From an optimization exercise on the open Yosys and OpenROAD flow, aimed at small area, a short achievable clock period and few clock cycles per item; shortcuts taken in it are not production practice.
The RTL was checked by simulation tests, not by an equivalence proof against the original design.

==> 06-10 <==
Design trk_loop, start of the top module:
module trk_loop (
    input  wire        clk,
    input  wire        rst,
    input  wire        cfg_we,
    input  wire [5:0]  cfg_addr,
    input  wire [31:0] cfg_wdata,
    input  wire        stg_mode,
    input  wire [2:0]  stg_fix,
    input  wire [2:0]  stg_min,
    input  wire [2:0]  stg_max,
    input  wire [7:0]  stg_dwell,
    input  wire        in_valid,
    output wire        in_ready,
    input  wire        in_acq,
    input  wire        in_freeze,
    input  wire [31:0] in_x,
    input  wire [63:0] in_p,
    output reg         out_valid,
    output reg  [63:0] out_p,
    output reg  [39:0] out_v,
    output reg  [31:0] out_ac,
    output reg  [2:0]  out_code,
    output reg         out_vsat,
    output reg         out_stch
);
export LEC_CHECK = 0
export ABC_AREA = 1
export CAP_MARGIN = 20
export CORE_MARGIN = 2
export CORE_UTILIZATION = 55
export CTS_CLUSTER_DIAMETER = 60
export CTS_CLUSTER_SIZE = 25
export PLACE_DENSITY = 0.6
export SLEW_MARGIN = 20
create_clock -name core_clock -period 40.0 [get_ports {clk}]
run.sh (not shown) runs the stock make flow with config.mk's settings and CLKGATE_MAP_FILE= SYNTH_SCRIPT=/design/flow/synth_recipe.tcl, a recipe that flattens the netlist after the stock synthesis.
==> 05-12 (differences from 06-10) <==
--- a/flow/design.v
+++ b/flow/design.v
@@ -51,13 +51,12 @@
     reg [4:0]  sh2 [0:6];
     reg [4:0]  sh3 [0:6];
     reg [38:0] vlim [0:6];    
     reg [39:0] upv  [0:6];    
     reg [39:0] dnv  [0:6];    
     reg        rdy;           
-    reg        hold;          
     reg [2:0]  scnt;          
     reg [2:0]  code;          
     reg        stch_nx;       
     reg        g_mode;
     reg [2:0]  g_min, g_max;
     reg [7:0]  g_dwell;
@@ -87,21 +86,30 @@
     reg [31:0] ac_st;
     reg        q4v, q4_acq, q4_frz, q4_flag, q4_stch, q4_vsat;
     reg [55:0] q4_t1;
     reg        q4_u1;
     reg [31:0] q4_ac;
     reg [39:0] v_st;
-    reg [63:0] p_st;          
     reg        q5v, q5_acq, q5_frz, q5_flag, q5_upok, q5_dnok;
     assign in_ready = rdy;
+    wire [7:0] cnt_mx = (up_cnt > dn_cnt) ? up_cnt : dn_cnt;
     wire [9:0] cnt_bd = {2'b00, cnt_mx} + 10'd1 + {9'd0, rv} + {9'd0, q1v} + {9'd0, q2v}
-                      + {9'd0, q3v} + {9'd0, q4v};
-    wire       p_gov  = (q5v & q5_acq) ? (~r_mode & (r_dwell[7:1] == 7'd0))
-                                       : (~g_mode & (cnt_bd >= {2'b00, g_dwell}));
+                      + {9'd0, q3v} + {9'd0, q4v} + {9'd0, q5v};
+    wire       p_gov  = ~g_mode & (cnt_bd >= {2'b00, g_dwell});
     wire       p_off  = ~in_acq & ~in_freeze & p_gov;
-    wire       acc    = in_valid & ~hold;
+    wire       acc    = in_valid & rdy;
+    wire       conv_ld = cw_v & (cw_w == 3'd4 || cw_w == 3'd5 || cw_w == 3'd6) & (cw_e != 3'd7);
+    always @(posedge clk) begin
+        cur_conv <= conv_ld;
+        cur_m1   <= conv_ld ? cw_d : k1[code];
+        cur_m2   <= k2[code];
+        cur_m3   <= k3[code];
+        cur_s1   <= conv_ld ? (6'd4 + {2'b00, cw_e, 1'b0}) : (6'd7 + {1'b0, sh1[code]});
+        cur_s2   <= 6'd12 + {1'b0, sh2[code]} + {2'b00, code, 1'b0};
+        cur_s3   <= 6'd12 + {1'b0, sh3[code]} + {2'b00, code, 1'b0};
+    end
     wire [15:0] bneg, bone, btwo;
     trk_benc u_benc (.x(r_x), .bneg(bneg), .bone(bone), .btwo(btwo));
     wire [63:0] r01, r11, r02, r12, r03, r13;
     trk_bmul u_m1 (.m(cur_m1), .bneg(bneg), .bone(bone), .btwo(btwo), .r0(r01), .r1(r11));
     trk_bmul u_m2 (.m(cur_m2), .bneg(bneg), .bone(bone), .btwo(btwo), .r0(r02), .r1(r12));
     trk_bmul u_m3 (.m(cur_m3), .bneg(bneg), .bone(bone), .btwo(btwo), .r0(r03), .r1(r13));
@@ -171,14 +179,14 @@
     wire [39:0]        vl_n   = ~{1'b0, vl} + 40'd1;
     wire [39:0]        v_new  = v_hi ? {1'b0, vl} : v_lo ? vl_n : v_sum[39:0];
     wire [63:0] v_ext  = {{24{v_st[39]}}, v_st};
     wire [4:0]  pshift = 5'd5 + {1'b0, code, 1'b0};
     wire [63:0] p_vs   = v_ext << pshift;
     wire [63:0] p_t1   = {{8{q4_t1[55]}}, q4_t1};
-    wire [63:0] p_cs   = p_st ^ p_vs ^ p_t1;
-    wire [63:0] p_cc   = (p_st & p_vs) | (p_t1 & (p_st ^ p_vs));
+    wire [63:0] p_cs   = out_p ^ p_vs ^ p_t1;
+    wire [63:0] p_cc   = (out_p & p_vs) | (p_t1 & (out_p ^ p_vs));
     wire [63:0] p_sum;
     wire        nc9;
     trk_add64 u_psum (.a(p_cs), .b({p_cc[62:0], 1'b0}), .ci(q4_u1), .s(p_sum), .co(nc9));
     wire [39:0] spd, nc10;
     wire        nc11, up_ge, dn_ge;
     trk_add40 u_abs (.a(v_st ^ {40{v_st[39]}}), .b(40'd0), .ci(v_st[39]), .s(spd), .co(nc11));
@@ -190,39 +198,23 @@
     wire [7:0]  up_nx = q5_upok ? up_cnt + 8'd1 : 8'd0;
     wire [7:0]  dn_nx = q5_dnok ? dn_cnt + 8'd1 : 8'd0;
     wire        gov   = q5v & ~q5_acq & ~g_mode & ~q5_frz;
     wire        go_up = gov & (up_nx >= g_dwell);
     wire        go_dn = gov & ~go_up & (dn_nx >= g_dwell);
     wire        chg   = q5_flag & (go_up | go_dn);
-    wire        cnt_z  = (q5v & q5_acq) | go_up | go_dn;
-    wire [7:0]  up_nxt = cnt_z ? 8'd0 : gov ? up_nx : up_cnt;
-    wire [7:0]  dn_nxt = cnt_z ? 8'd0 : gov ? dn_nx : dn_cnt;
-    wire [7:0]  cnt_mx = (up_nxt > dn_nxt) ? up_nxt : dn_nxt;
     wire [39:0] v_rs  = {{2{v_st[39]}}, v_st[39:2]} + {39'd0, v_st[1] & (v_st[0] | v_st[2])};
     wire [31:0] ac_rs = {{2{ac_st[31]}}, ac_st[31:2]} + {31'd0, ac_st[1] & (ac_st[0] | ac_st[2])};
     wire        v_ovf  = (v_st[39:37] != {3{v_st[39]}});
     wire        ac_ovf = (ac_st[31:29] != {3{ac_st[31]}});
     wire [39:0] v_ls  = v_ovf  ? {v_st[39], {39{~v_st[39]}}}   : {v_st[37:0], 2'b00};
     wire [31:0] ac_ls = ac_ovf ? {ac_st[31], {31{~ac_st[31]}}} : {ac_st[29:0], 2'b00};
     wire [2:0] a_fix   = (r_fix == 3'd7) ? 3'd6 : r_fix;
     wire [2:0] a_max   = (r_max == 3'd7) ? 3'd6 : r_max;
     wire [2:0] a_min   = (r_min == 3'd7) ? 3'd6 : r_min;
     wire [7:0] a_dwell = (r_dwell == 8'd0) ? 8'd1 : r_dwell;
     wire [2:0] a_code  = r_mode ? a_fix : a_max;
-    wire [2:0] code_nx = rst_r ? 3'd6 : (q5v & q5_acq) ? a_code :
-                         chg ? (go_up ? code + 3'd1 : code - 3'd1) : code;
-    wire       conv_ld = cw_v & (cw_w == 3'd4 || cw_w == 3'd5 || cw_w == 3'd6) & (cw_e != 3'd7);
-    always @(posedge clk) begin
-        cur_conv <= conv_ld;
-        cur_m1   <= conv_ld ? cw_d : k1[code_nx];
-        cur_m2   <= k2[code_nx];
-        cur_m3   <= k3[code_nx];
-        cur_s1   <= conv_ld ? (6'd4 + {2'b00, cw_e, 1'b0}) : (6'd7 + {1'b0, sh1[code_nx]});
-        cur_s2   <= 6'd12 + {1'b0, sh2[code_nx]} + {2'b00, code_nx, 1'b0};
-        cur_s3   <= 6'd12 + {1'b0, sh3[code_nx]} + {2'b00, code_nx, 1'b0};
-    end
     wire [31:0] wd0 = cw_d & {32{~rst_r}};
     wire [31:0] wd1 = cw_d | {32{rst_r}};
     wire [39:0] cvt0 = cv_thr & {40{~rst_r}};
     wire [39:0] cvt1 = cv_thr | {40{rst_r}};
     wire [38:0] cvl0 = cv_vlim & {39{~rst_r}};
     wire [38:0] cvl1 = cv_vlim | {39{rst_r}};
@@ -316,13 +308,13 @@
     always @(posedge clk) begin
         rv      <= acc & ~rst;
         r_acq   <= in_acq;
         r_frz   <= in_freeze;
         r_flag  <= p_off;
         r_x     <= cw_v ? KCONV : in_x;
-        if (~hold) begin
+        if (rdy) begin
             r_p     <= in_p;
             r_mode  <= stg_mode;
             r_fix   <= stg_fix;
             r_min   <= stg_min;
             r_max   <= stg_max;
             r_dwell <= stg_dwell;
@@ -383,38 +375,31 @@
         out_v     <= v_st;
         out_ac    <= q4_ac;
         out_code  <= q4_acq ? a_code : code;
         out_vsat  <= q4_vsat;
         out_stch  <= q4_stch;
         if (rst_r)
-            p_st <= 64'd0;
+            out_p <= 64'd0;
         else if (q4v)
-            p_st <= q4_acq ? r_p : p_sum;
-        if (q4v)
             out_p <= q4_acq ? r_p : p_sum;
     end
     always @(posedge clk) begin
         if (rst) begin
             rdy  <= 1'b0;
-            hold <= 1'b1;
             scnt <= 3'd3;
         end else if (acc & (in_acq | p_off)) begin
             rdy  <= 1'b0;
-            hold <= 1'b1;
-            scnt <= 3'd4;
+            scnt <= 3'd5;
         end else if (cfg_we) begin
             rdy  <= 1'b0;
-            hold <= 1'b1;
             scnt <= 3'd2;
         end else if (scnt != 3'd0) begin
             rdy  <= 1'b0;
-            hold <= 1'b1;
             scnt <= scnt - 3'd1;
         end else begin
             rdy  <= 1'b1;
-            hold <= 1'b0;
         end
     end
     always @(posedge clk) begin
         if (rst_r) begin
             ac_st   <= 32'd0;
             v_st    <= 40'd0;
==> flow/config.mk (replaced) <==
export PLATFORM = sky130hd
export DESIGN_NAME = trk_loop
export DESIGN_NICKNAME = trk_loop
export VERILOG_FILES = /design/flow/design.v
export SDC_FILE = /design/flow/constraint.sdc
export NUM_CORES = 4
export LEC_CHECK = 0
export ABC_AREA = 1
export CAP_MARGIN = 20
export CORE_MARGIN = 2
export CORE_UTILIZATION = 40
export PLACE_DENSITY = 0.6
export SLEW_MARGIN = 20
==> 07-17 (differences from 06-10) <==
--- a/flow/design.v
+++ b/flow/design.v
@@ -90,18 +90,28 @@
     reg        q4_u1;
     reg [31:0] q4_ac;
     reg [39:0] v_st;
     reg [63:0] p_st;          
     reg        q5v, q5_acq, q5_frz, q5_flag, q5_upok, q5_dnok;
     assign in_ready = rdy;
+    wire [7:0] cnt_mx = (up_cnt > dn_cnt) ? up_cnt : dn_cnt;
     wire [9:0] cnt_bd = {2'b00, cnt_mx} + 10'd1 + {9'd0, rv} + {9'd0, q1v} + {9'd0, q2v}
-                      + {9'd0, q3v} + {9'd0, q4v};
-    wire       p_gov  = (q5v & q5_acq) ? (~r_mode & (r_dwell[7:1] == 7'd0))
-                                       : (~g_mode & (cnt_bd >= {2'b00, g_dwell}));
+                      + {9'd0, q3v} + {9'd0, q4v} + {9'd0, q5v};
+    wire       p_gov  = ~g_mode & (cnt_bd >= {2'b00, g_dwell});
     wire       p_off  = ~in_acq & ~in_freeze & p_gov;
     wire       acc    = in_valid & ~hold;
+    wire       conv_ld = cw_v & (cw_w == 3'd4 || cw_w == 3'd5 || cw_w == 3'd6) & (cw_e != 3'd7);
+    always @(posedge clk) begin
+        cur_conv <= conv_ld;
+        cur_m1   <= conv_ld ? cw_d : k1[code];
+        cur_m2   <= k2[code];
+        cur_m3   <= k3[code];
+        cur_s1   <= conv_ld ? (6'd4 + {2'b00, cw_e, 1'b0}) : (6'd7 + {1'b0, sh1[code]});
+        cur_s2   <= 6'd12 + {1'b0, sh2[code]} + {2'b00, code, 1'b0};
+        cur_s3   <= 6'd12 + {1'b0, sh3[code]} + {2'b00, code, 1'b0};
+    end
     wire [15:0] bneg, bone, btwo;
     trk_benc u_benc (.x(r_x), .bneg(bneg), .bone(bone), .btwo(btwo));
     wire [63:0] r01, r11, r02, r12, r03, r13;
     trk_bmul u_m1 (.m(cur_m1), .bneg(bneg), .bone(bone), .btwo(btwo), .r0(r01), .r1(r11));
     trk_bmul u_m2 (.m(cur_m2), .bneg(bneg), .bone(bone), .btwo(btwo), .r0(r02), .r1(r12));
     trk_bmul u_m3 (.m(cur_m3), .bneg(bneg), .bone(bone), .btwo(btwo), .r0(r03), .r1(r13));
@@ -190,39 +200,23 @@
     wire [7:0]  up_nx = q5_upok ? up_cnt + 8'd1 : 8'd0;
     wire [7:0]  dn_nx = q5_dnok ? dn_cnt + 8'd1 : 8'd0;
     wire        gov   = q5v & ~q5_acq & ~g_mode & ~q5_frz;
     wire        go_up = gov & (up_nx >= g_dwell);
     wire        go_dn = gov & ~go_up & (dn_nx >= g_dwell);
     wire        chg   = q5_flag & (go_up | go_dn);
-    wire        cnt_z  = (q5v & q5_acq) | go_up | go_dn;
-    wire [7:0]  up_nxt = cnt_z ? 8'd0 : gov ? up_nx : up_cnt;
-    wire [7:0]  dn_nxt = cnt_z ? 8'd0 : gov ? dn_nx : dn_cnt;
-    wire [7:0]  cnt_mx = (up_nxt > dn_nxt) ? up_nxt : dn_nxt;
     wire [39:0] v_rs  = {{2{v_st[39]}}, v_st[39:2]} + {39'd0, v_st[1] & (v_st[0] | v_st[2])};
     wire [31:0] ac_rs = {{2{ac_st[31]}}, ac_st[31:2]} + {31'd0, ac_st[1] & (ac_st[0] | ac_st[2])};
     wire        v_ovf  = (v_st[39:37] != {3{v_st[39]}});
     wire        ac_ovf = (ac_st[31:29] != {3{ac_st[31]}});
     wire [39:0] v_ls  = v_ovf  ? {v_st[39], {39{~v_st[39]}}}   : {v_st[37:0], 2'b00};
     wire [31:0] ac_ls = ac_ovf ? {ac_st[31], {31{~ac_st[31]}}} : {ac_st[29:0], 2'b00};
     wire [2:0] a_fix   = (r_fix == 3'd7) ? 3'd6 : r_fix;
     wire [2:0] a_max   = (r_max == 3'd7) ? 3'd6 : r_max;
     wire [2:0] a_min   = (r_min == 3'd7) ? 3'd6 : r_min;
     wire [7:0] a_dwell = (r_dwell == 8'd0) ? 8'd1 : r_dwell;
     wire [2:0] a_code  = r_mode ? a_fix : a_max;
-    wire [2:0] code_nx = rst_r ? 3'd6 : (q5v & q5_acq) ? a_code :
-                         chg ? (go_up ? code + 3'd1 : code - 3'd1) : code;
-    wire       conv_ld = cw_v & (cw_w == 3'd4 || cw_w == 3'd5 || cw_w == 3'd6) & (cw_e != 3'd7);
-    always @(posedge clk) begin
-        cur_conv <= conv_ld;
-        cur_m1   <= conv_ld ? cw_d : k1[code_nx];
-        cur_m2   <= k2[code_nx];
-        cur_m3   <= k3[code_nx];
-        cur_s1   <= conv_ld ? (6'd4 + {2'b00, cw_e, 1'b0}) : (6'd7 + {1'b0, sh1[code_nx]});
-        cur_s2   <= 6'd12 + {1'b0, sh2[code_nx]} + {2'b00, code_nx, 1'b0};
-        cur_s3   <= 6'd12 + {1'b0, sh3[code_nx]} + {2'b00, code_nx, 1'b0};
-    end
     wire [31:0] wd0 = cw_d & {32{~rst_r}};
     wire [31:0] wd1 = cw_d | {32{rst_r}};
     wire [39:0] cvt0 = cv_thr & {40{~rst_r}};
     wire [39:0] cvt1 = cv_thr | {40{rst_r}};
     wire [38:0] cvl0 = cv_vlim & {39{~rst_r}};
     wire [38:0] cvl1 = cv_vlim | {39{rst_r}};
@@ -397,13 +391,13 @@
             rdy  <= 1'b0;
             hold <= 1'b1;
             scnt <= 3'd3;
         end else if (acc & (in_acq | p_off)) begin
             rdy  <= 1'b0;
             hold <= 1'b1;
-            scnt <= 3'd4;
+            scnt <= 3'd5;
         end else if (cfg_we) begin
             rdy  <= 1'b0;
             hold <= 1'b1;
             scnt <= 3'd2;
         end else if (scnt != 3'd0) begin
             rdy  <= 1'b0;
==> results.cfg <==
[outcome]
outcome = timing/DRC/antenna clean

[layout]
multi_input_area_mm2 = 0.109
final_cells = 25980

[place]
dp_hpwl_um = 495000

[synthesis]
syn_nets = 23903
yosys.area_share.simple_pct = 12.1
yosys-top-cells-area = edfxtp_1 26%, fa_1 15%, dfxtp_1 12%

[pwr]
clkPwrFrac_pct = 14.9

[routing]
met2_length_um = 321000

[critical_path]
reg2regPathDepth = 28
[end of results for 06-10]
==> results.cfg <==
[timing]
setup_viol = 0

[clock_tree]
hold_buffers = 0
htreeDepth = 5
clk_latency_ps = 970

[synthesis]
yosys.area_share.simple_pct = 11.7
yosys-top-cells-area = edfxtp_1 26%, fa_1 15%, dfxtp_1 12%
syn_nets = 23676

[place]
dp_hpwl_um = 491000

[routing]
met2_length_um = 315000

[critical_path]
reg2regPathDepth = 44
timing.rr.end = q3_d[41]$_DFF_P_

[layout]
inv_count = 2605
multi_input_area_mm2 = 0.108

[outcome]
outcome = timing/DRC/antenna clean
[end of results for 07-17]
==> results.cfg <==
[critical_path]
endpoint = in_ready
reg2regPathDepth = 40

[layout]
final_cells = 27531
multi_input_area_mm2 = 0.109

[grt]
grt_use_met2_pct = 44.4

[synthesis]
yosys-top-cells-area = edfxtp_1 25%, fa_1 16%, dfxtp_1 12%
syn_nets = 23635

[place]
dp_hpwl_um = 519000

[worst_hold_path]
whs_endpoint = q4_t1[20]$_DFF_P_

[timing]
fin_ws_ps = 29660

[outcome]
outcome = timing/DRC/antenna clean

[pwr]
clkPwrFrac_pct = 15.8

[routing]
met2_length_um = 325000
[end of results for 05-12]
Testbench counts of 06-10, summed over its fixed seeds: cycles 32,350, items 32,000.
Testbench counts of 05-12, summed over its fixed seeds: cycles 32,424, items 32,000.
Testbench counts of 07-17, summed over its fixed seeds: cycles 32,424, items 32,000.

## afterwards: timing with drivers on the ports
Ports are ideal in the flow. The routed layouts listed here were re-timed in OpenROAD.
Step 1 (the two cells are an assumption about what drives the block):
set clk [get_ports {clk}]
set_driving_cell -lib_cell sky130_fd_sc_hd__clkbuf_16 $clk
set_driving_cell -lib_cell sky130_fd_sc_hd__buf_2 [delete_from_list [all_inputs] $clk]
Step 2, shift: input delay + t, output delay - t, t = (earliest + latest rising clock arrival at the registers) / 2. This alone moves slack from input paths to output paths.
Slacks: ideal / step 1 / step 2; pairs: ideal / step 1.
run	t, ns	slack for setup (ns)	hold WS [ns]	pins driven straight from the clock port
06-10	1.071	30.091 / 29.965 / 30.102	0.292 / 0.292 / 0.292	1
05-12	1.111	29.657 / 29.511 / 30.613	0.255 / 0.255 / 0.255	1
07-17	1.044	30.143 / 30.017 / 30.590	0.320 / 0.320 / 0.320	1
After both steps setup and hold are still met in every run listed.
